This design comes from an exercise in tuning for small area, a short achievable clock period and few clock cycles per item on the open sky130 flow, not from production work.
At most, simulation tests tie the RTL to the original design; equivalence was not proved.

==> flow/design.v (excerpt) <==
module aes128_enc (
    input  wire         clk,
    input  wire         rst,       
    input  wire         start,
    input  wire [127:0] key,
    input  wire [127:0] block,
    output reg          done,
    output wire [127:0] result
);
Size: roughly 4400 cells after synthesis, ~260 flip-flops.
==> module aes128_enc, before the edit <==
module aes128_enc (
    input  wire         clk,
    input  wire         rst,       
    input  wire         start,
    input  wire [127:0] key,
    input  wire [127:0] block,
    output reg          done,
    output wire [127:0] result
);
    reg [127:0] state;
    reg [127:0] kregn;
    reg [3:0]   cnt;      
    reg         idle;
    reg [7:0] rc;
    always @* begin
        if (idle)
            rc = 8'h01;
        else
            case (cnt)
                4'd1: rc = 8'h02;
                4'd2: rc = 8'h04;
                4'd3: rc = 8'h08;
                4'd4: rc = 8'h10;
                4'd5: rc = 8'h20;
                4'd6: rc = 8'h40;
                4'd7: rc = 8'h80;
                4'd8: rc = 8'h1b;
                default: rc = 8'h36;
            endcase
    end
    wire [127:0] sr;
    genvar i, c, r;
    generate
        for (c = 0; c < 4; c = c + 1) begin : g_col
            for (r = 0; r < 4; r = r + 1) begin : g_row
                assign sr[127-8*(r+4*c) -: 8] = state[127-8*(r+4*((c+r)%4)) -: 8];
            end
        end
    endgenerate
    wire [127:0] mcn;
    generate
        for (c = 0; c < 4; c = c + 1) begin : g_mc
            aes_mixcol_n u_mc (.c(sr[127-32*c -: 32]), .mn(mcn[127-32*c -: 32]));
        end
    endgenerate
    wire [127:0] din, kin, sbin, nstate;
    generate
        for (i = 0; i < 128; i = i + 1) begin : g_ark
            g_muxh u_d (.s(idle), .a(mcn[i]), .b(block[i]), .y(din[i]));
            g_muxh u_k (.s(idle), .a(kregn[i]), .b(key[i]), .y(kin[i]));
            g_xor2 u_x (.a(din[i]), .b(kin[i]), .y(sbin[i]));
        end
        for (i = 0; i < 16; i = i + 1) begin : g_sub
            aes_sbox u_sb (.a(sbin[127-8*i -: 8]), .y(nstate[127-8*i -: 8]));
        end
    endgenerate
    wire [31:0] w0 = kin[127:96], w1 = kin[95:64], w2 = kin[63:32], w3 = kin[31:0];
    wire [31:0] sub;
    aes_sbox ks0 (.a(w3[23:16]), .y(sub[31:24]));
    aes_sbox ks1 (.a(w3[15:8]),  .y(sub[23:16]));
    aes_sbox ks2 (.a(w3[7:0]),   .y(sub[15:8]));
    aes_sbox ks3 (.a(w3[31:24]), .y(sub[7:0]));
    wire [31:0] w0r;
    wire [31:0] a01, a012, a0123, n0n, n1n, n2n, n3n;
    assign w0r[23:0] = w0[23:0];
    generate
        for (i = 0; i < 8; i = i + 1) begin : g_rc
            g_xor2 u_rc (.a(w0[24+i]), .b(rc[i]), .y(w0r[24+i]));
        end
        for (i = 0; i < 32; i = i + 1) begin : g_ks
            assign a01[i] = 1'b0;
            assign a012[i] = 1'b0;
            assign a0123[i] = 1'b0;
            g_xnor2 u_n0 (.a(w0r[i]), .b(sub[i]), .y(n0n[i]));
            g_xor2  u_n1 (.a(w1[i]), .b(n0n[i]), .y(n1n[i]));
            g_xor2  u_n2 (.a(w2[i]), .b(n1n[i]), .y(n2n[i]));
            g_xor2  u_n3 (.a(w3[i]), .b(n2n[i]), .y(n3n[i]));
        end
    endgenerate
    generate
        for (i = 0; i < 128; i = i + 1) begin : g_out
            g_xnor2 u_o (.a(sr[i]), .b(kregn[i]), .y(result[i]));
        end
    endgenerate
    always @(posedge clk) begin
        state <= nstate;
        kregn <= {n0n, n1n, n2n, n3n};
    end
    always @(posedge clk) begin
        if (rst) begin
            cnt  <= 4'd0;
            idle <= 1'b1;
            done <= 1'b0;
        end else begin
            done <= !idle && cnt == 4'd9;
            if (start && idle) begin
                cnt  <= 4'd1;
                idle <= 1'b0;
            end else if (!idle) begin
                cnt <= cnt + 4'd1;
                if (cnt == 4'd9)
                    idle <= 1'b1;
            end
        end
    end
endmodule
export LEC_CHECK = 0
export CAP_MARGIN = 20
export CORE_MARGIN = 2
export CORE_UTILIZATION = 70
export CTS_BUF_LIST = sky130_fd_sc_hd__clkbuf_8
export CTS_CLUSTER_DIAMETER = 60
export CTS_CLUSTER_SIZE = 16
export SETUP_SLACK_MARGIN = 3.0
export SLEW_MARGIN = 20
export SYNTH_HIERARCHICAL = 1
create_clock -name core_clock -period 10.0 [get_ports {clk}]
standard.sh (not shown) runs the stock make flow with config.mk's settings and CLKGATE_MAP_FILE= SYNTH_SCRIPT=/design/flow/synth_recipe.tcl, a recipe that flattens the netlist after the stock synthesis.
==> flow/flow/run.sh <==
#!/bin/bash
# The standard layout, with the smallest buffer on the ports.
set -euo pipefail
bash standard.sh BUFFER_PORTS_ARGS="-buffer_cell sky130_fd_sc_hd__buf_1" finish > standard.log 2>&1
Next try:
--- a/flow/design.v
+++ b/flow/design.v
@@ -250,15 +250,15 @@
         for (i = 0; i < 8; i = i + 1) begin : g_rc
             g_xor2 u_rc (.a(w0[24+i]), .b(rc[i]), .y(w0r[24+i]));
         end
         for (i = 0; i < 32; i = i + 1) begin : g_ks
-            assign a01[i] = 1'b0;
-            assign a012[i] = 1'b0;
-            assign a0123[i] = 1'b0;
+            g_xor2  u_a01 (.a(w0r[i]), .b(w1[i]), .y(a01[i]));
+            g_xor2  u_a012 (.a(a01[i]), .b(w2[i]), .y(a012[i]));
+            g_xor2  u_a0123 (.a(a012[i]), .b(w3[i]), .y(a0123[i]));
             g_xnor2 u_n0 (.a(w0r[i]), .b(sub[i]), .y(n0n[i]));
-            g_xor2  u_n1 (.a(w1[i]), .b(n0n[i]), .y(n1n[i]));
-            g_xor2  u_n2 (.a(w2[i]), .b(n1n[i]), .y(n2n[i]));
-            g_xor2  u_n3 (.a(w3[i]), .b(n2n[i]), .y(n3n[i]));
+            g_xnor2 u_n1 (.a(a01[i]), .b(sub[i]), .y(n1n[i]));
+            g_xnor2 u_n2 (.a(a012[i]), .b(sub[i]), .y(n2n[i]));
+            g_xnor2 u_n3 (.a(a0123[i]), .b(sub[i]), .y(n3n[i]));
         end
     endgenerate
     generate
         for (i = 0; i < 128; i = i + 1) begin : g_out
The changed run finished clean.
Setup slack is better by 0.088 ns.
Hold slack is worse by 0.026 ns.
Count of clock-buffer cells in the layout came out higher by 6.
Synthesized area came out higher by about 2.4%.
Sequential cell count stays the same.
Testbench counts after the change, summed over its fixed seeds: cycles 5,128, blocks 512.
For the first run of this note, only the layout was checked, not whether the RTL still works.

what the ideal ports hide:
Ports are ideal in the flow. The routed layouts listed here were re-timed in OpenROAD.
Step 1 assumes that a clkbuf_16 drives the clock port and a buf_2 every other input.
Step 2, shift: input delay + t, output delay - t, t = (earliest + latest rising clock arrival at the registers) / 2. This alone moves slack from input paths to output paths.
Three values: ideal, step 1, step 2; two values: the first two.
run	shift t [ns]	setup WS [ns]	hold slack, ns	worst register clock-pin slew, ns
the first run	0.722	3.090 / 3.121 / 2.399	0.559 / 0.559 / 0.559	0.11 / 0.11
the second run	0.680	3.178 / 3.210 / 2.530	0.534 / 0.534 / 0.534	0.10 / 0.10
After both steps every run listed still meets setup and hold. The setup slack of the first run, which loses most, moves by +0.031 ns with the drivers and by -0.691 ns with both steps.
